This is an optimization exercise on Yosys and OpenROAD, whose aim is small area, a short achievable clock period and few clock cycles per item, not a production implementation. The RTL was checked by simulation tests, not by an equivalence proof against the original design. Power and IR drop assume default switching activity.

## loop_slot
module loop_slot (
    input  wire         clk,
    input  wire         rst,
    input  wire [3:0]   nx,           
    input  wire [2:0]   nm,           
    input  wire [2:0]   ny,           
    input  wire [7:0]   int_en,
    input  wire [15:0]  int_out,      
    input  wire [7:0]   int_pol,
    input  wire [127:0] out_lo,       
    input  wire [127:0] out_hi,
    output wire         coef_re,
    output wire [7:0]   coef_addr,
    input  wire [31:0]  coef_data,
    input  wire         x_we,
    input  wire [2:0]   x_widx,
    input  wire [31:0]  x_wdata,
    input  wire         start,
    input  wire [127:0] m_in,         
    input  wire [31:0]  r1,
    input  wire [31:0]  r2,
    input  wire [3:0]   cut_valid,    
    input  wire [3:0]   cut_dir,      
    output wire         ready,
    output reg          done,
    output wire [127:0] u_out,        
    output wire [255:0] x_out,        
    output reg  [7:0]   acc_sat
);
    integer k;
    genvar g;
    reg        idle;                  
    reg        cre;
    assign ready   = idle;
    assign coef_re = cre;
    reg signed [31:0] x  [0:7];
    reg signed [31:0] xn [0:7];
    reg signed [31:0] u  [0:3];
    reg signed [31:0] mv [0:3];
    reg signed [31:0] r1v, r2v;
    reg        [3:0]  cutv, cutd;
    reg        [3:0]  nxr;
    reg        [2:0]  nmr, nyr;
    reg        [7:0]  ien, ipol;
    reg        [15:0] iout;
    generate
        for (g = 0; g < 4; g = g + 1) begin : g_u
            assign u_out[32*g +: 32] = u[g];
        end
        for (g = 0; g < 8; g = g + 1) begin : g_x
            assign x_out[32*g +: 32] = x[g];
        end
    endgenerate
    always @(posedge clk) begin
        if (idle) begin
            mv[0] <= m_in[31:0];
            mv[1] <= m_in[63:32];
            mv[2] <= m_in[95:64];
            mv[3] <= m_in[127:96];
            r1v   <= r1;
            r2v   <= r2;
            cutv  <= cut_valid;
            cutd  <= cut_dir;
            nxr   <= nx;
            nmr   <= nm;
            nyr   <= ny;
            ien   <= int_en;
            ipol  <= int_pol;
            iout  <= int_out;
        end
    end
    reg        run;                   
    reg [3:0]  irow, icol;
    reg [7:0]  iaddr;
    assign coef_addr = iaddr;
    wire       issue = run | (idle & start);
  ...
Size in the first run: roughly 6600 cells after synthesis, roughly 1300 flip-flops, ~970 I/O pins.
Settings: LEC_CHECK=0, CAP_MARGIN=20, CORE_MARGIN=2, CORE_UTILIZATION=40, PLACE_DENSITY=0.6, SLEW_MARGIN=20; clock period 20.0 ns.
run.sh (not shown) runs the stock make flow with config.mk's settings and CLKGATE_MAP_FILE= SYNTH_SCRIPT=/design/flow/synth_recipe.tcl, a recipe that flattens the netlist after the stock synthesis.
The baseline went through all stages and came out clean.
Testbench counts at the start, summed over its fixed seeds: cycles 199,080, samples 1,920.
Then changed:
==> flow/flow/run.sh (new file) <==
#!/bin/bash
# Own layout flow: the standard synthesis and layout (standard.sh), with two
# changes to how the layout is made:
#  - the port buffers are sky130_fd_sc_hd__buf_1 instead of the delay buffer
#    buffer_ports picks on its own;
set -euo pipefail
MARGIN=${MARGIN:-14.5}
bash standard.sh synth > synth.log 2>&1
bash standard.sh "BUFFER_PORTS_ARGS=-buffer_cell sky130_fd_sc_hd__buf_1" \
    "SETUP_SLACK_MARGIN=$MARGIN" finish > layout.log 2>&1
==> flow/standard.sh (new file) <==
#!/bin/bash
# synth_recipe.tcl (not shown) runs the flow's synth.tcl, then flattens the netlist and writes it again
# the make line also repeats each setting of config.mk as NAME=value (left out here)
make -C /OpenROAD-flow-scripts/flow DESIGN_CONFIG=/design/flow/config.mk WORK_HOME=/design/flow/orfs CLKGATE_MAP_FILE= SYNTH_SCRIPT=/design/flow/synth_recipe.tcl "${@:-finish}"
removed: flow/run.sh
Worst hold slack barely changes.
Setup slack gains 0.61 ns.
Synthesized area does not change.
Die area is unchanged.
Flip-flop and latch count stays the same.
Via count goes up by 1.1%.
Wire length goes down by about 0.6%.
Global-route usage goes down by 0.24 points.
Sequential power hardly moves.
Clock-buffer cell count goes down by 13.

========
Another version of the RTL of loop_slot (not shown whole).
Size in the first run: ~1,300 flip-flops, ~970 I/O pins, ~77,000 um^2 of cells after synthesis.
==> flow/config.mk <==
export PLATFORM = sky130hd
export DESIGN_NAME = loop_slot
export DESIGN_NICKNAME = loop_slot
export VERILOG_FILES = /design/flow/design.v
export SDC_FILE = /design/flow/constraint.sdc
export NUM_CORES = 4
export LEC_CHECK = 0
export CAP_MARGIN = 20
export CORE_MARGIN = 2
export CORE_UTILIZATION = 40
export PLACE_DENSITY = 0.6
export SLEW_MARGIN = 20
==> flow/constraint.sdc <==
create_clock -name core_clock -period 20.0 [get_ports {clk}]
set_input_delay 4.0000 -clock core_clock [delete_from_list [all_inputs] [get_ports {clk}]]
set_output_delay 4.0000 -clock core_clock [all_outputs]
set_load 0.01 [all_outputs]
standard.sh (not shown) runs the stock make flow with config.mk's settings and CLKGATE_MAP_FILE= SYNTH_SCRIPT=/design/flow/synth_recipe.tcl, a recipe that flattens the netlist after the stock synthesis.
==> flow/flow/run.sh <==
#!/bin/bash
# Own layout flow: the standard synthesis and layout (standard.sh), with two
# changes to how the layout is made:
#  - the port buffers are sky130_fd_sc_hd__buf_1 instead of the delay buffer
#    buffer_ports picks on its own;
set -euo pipefail
MARGIN=${MARGIN:-14.5}
bash standard.sh synth > synth.log 2>&1
bash standard.sh "BUFFER_PORTS_ARGS=-buffer_cell sky130_fd_sc_hd__buf_1" \
    "SETUP_SLACK_MARGIN=$MARGIN" finish > layout.log 2>&1
The starting point ran to the end with no violations.
Testbench counts at the start, summed over its fixed seeds: cycles 199,080, samples 1,920.
Then changed:
Settings changed: CORE_UTILIZATION 40 to 60, PLACE_DENSITY 0.6 to 0.75.
Sequential share of layout area climbs by 1.1 points.
Setup slack improved by 25 ps.
Global-route usage climbs by 14 points.
Clock power is about the same.
Power drops by 0.88%.
Utilization climbs by 22 points.
Worst hold slack stays flat.
Final area drops by 2.9%.
Count of clock-buffer cells in the layout drops by 6.
Synthesized area stays the same.
Synthesized cell count stays the same.

[what the ideal ports hide]
No port has a modelled driver above. Below, the same layouts with a new extraction and two added sets of constraints. Step 1 assumes that a clkbuf_16 drives the clock port and a buf_2 every other input. Step 2 adds t to the input delays and takes it off the output delays; t is the mean of the earliest and latest rising clock arrival at the registers after step 1. Input paths then give back, and output paths get back, about the clock's delay inside the block. a / b / c = ideal / step 1 / step 2; a / b = the first two.
| run | t (ns) | setup slack, ns | pins driven straight from the clock port |
|---|---|---|---|
| the first run of note 1 | 0.879 | 13.783 / 13.688 / 13.169 | 1 |
| the second run of note 1 | 0.907 | 14.389 / 14.290 / 14.129 | 1 |
| the first run of note 2 | 0.907 | 14.353 / 14.250 / 13.603 | 1 |
| the second run of note 2 | 0.879 | 14.378 / 14.288 / 13.526 | 1 |
After both steps every run listed still meets setup and hold. For the second run of note 2, which loses most, drivers alone change the setup slack by -0.090 ns; drivers and shift together by -0.852 ns.
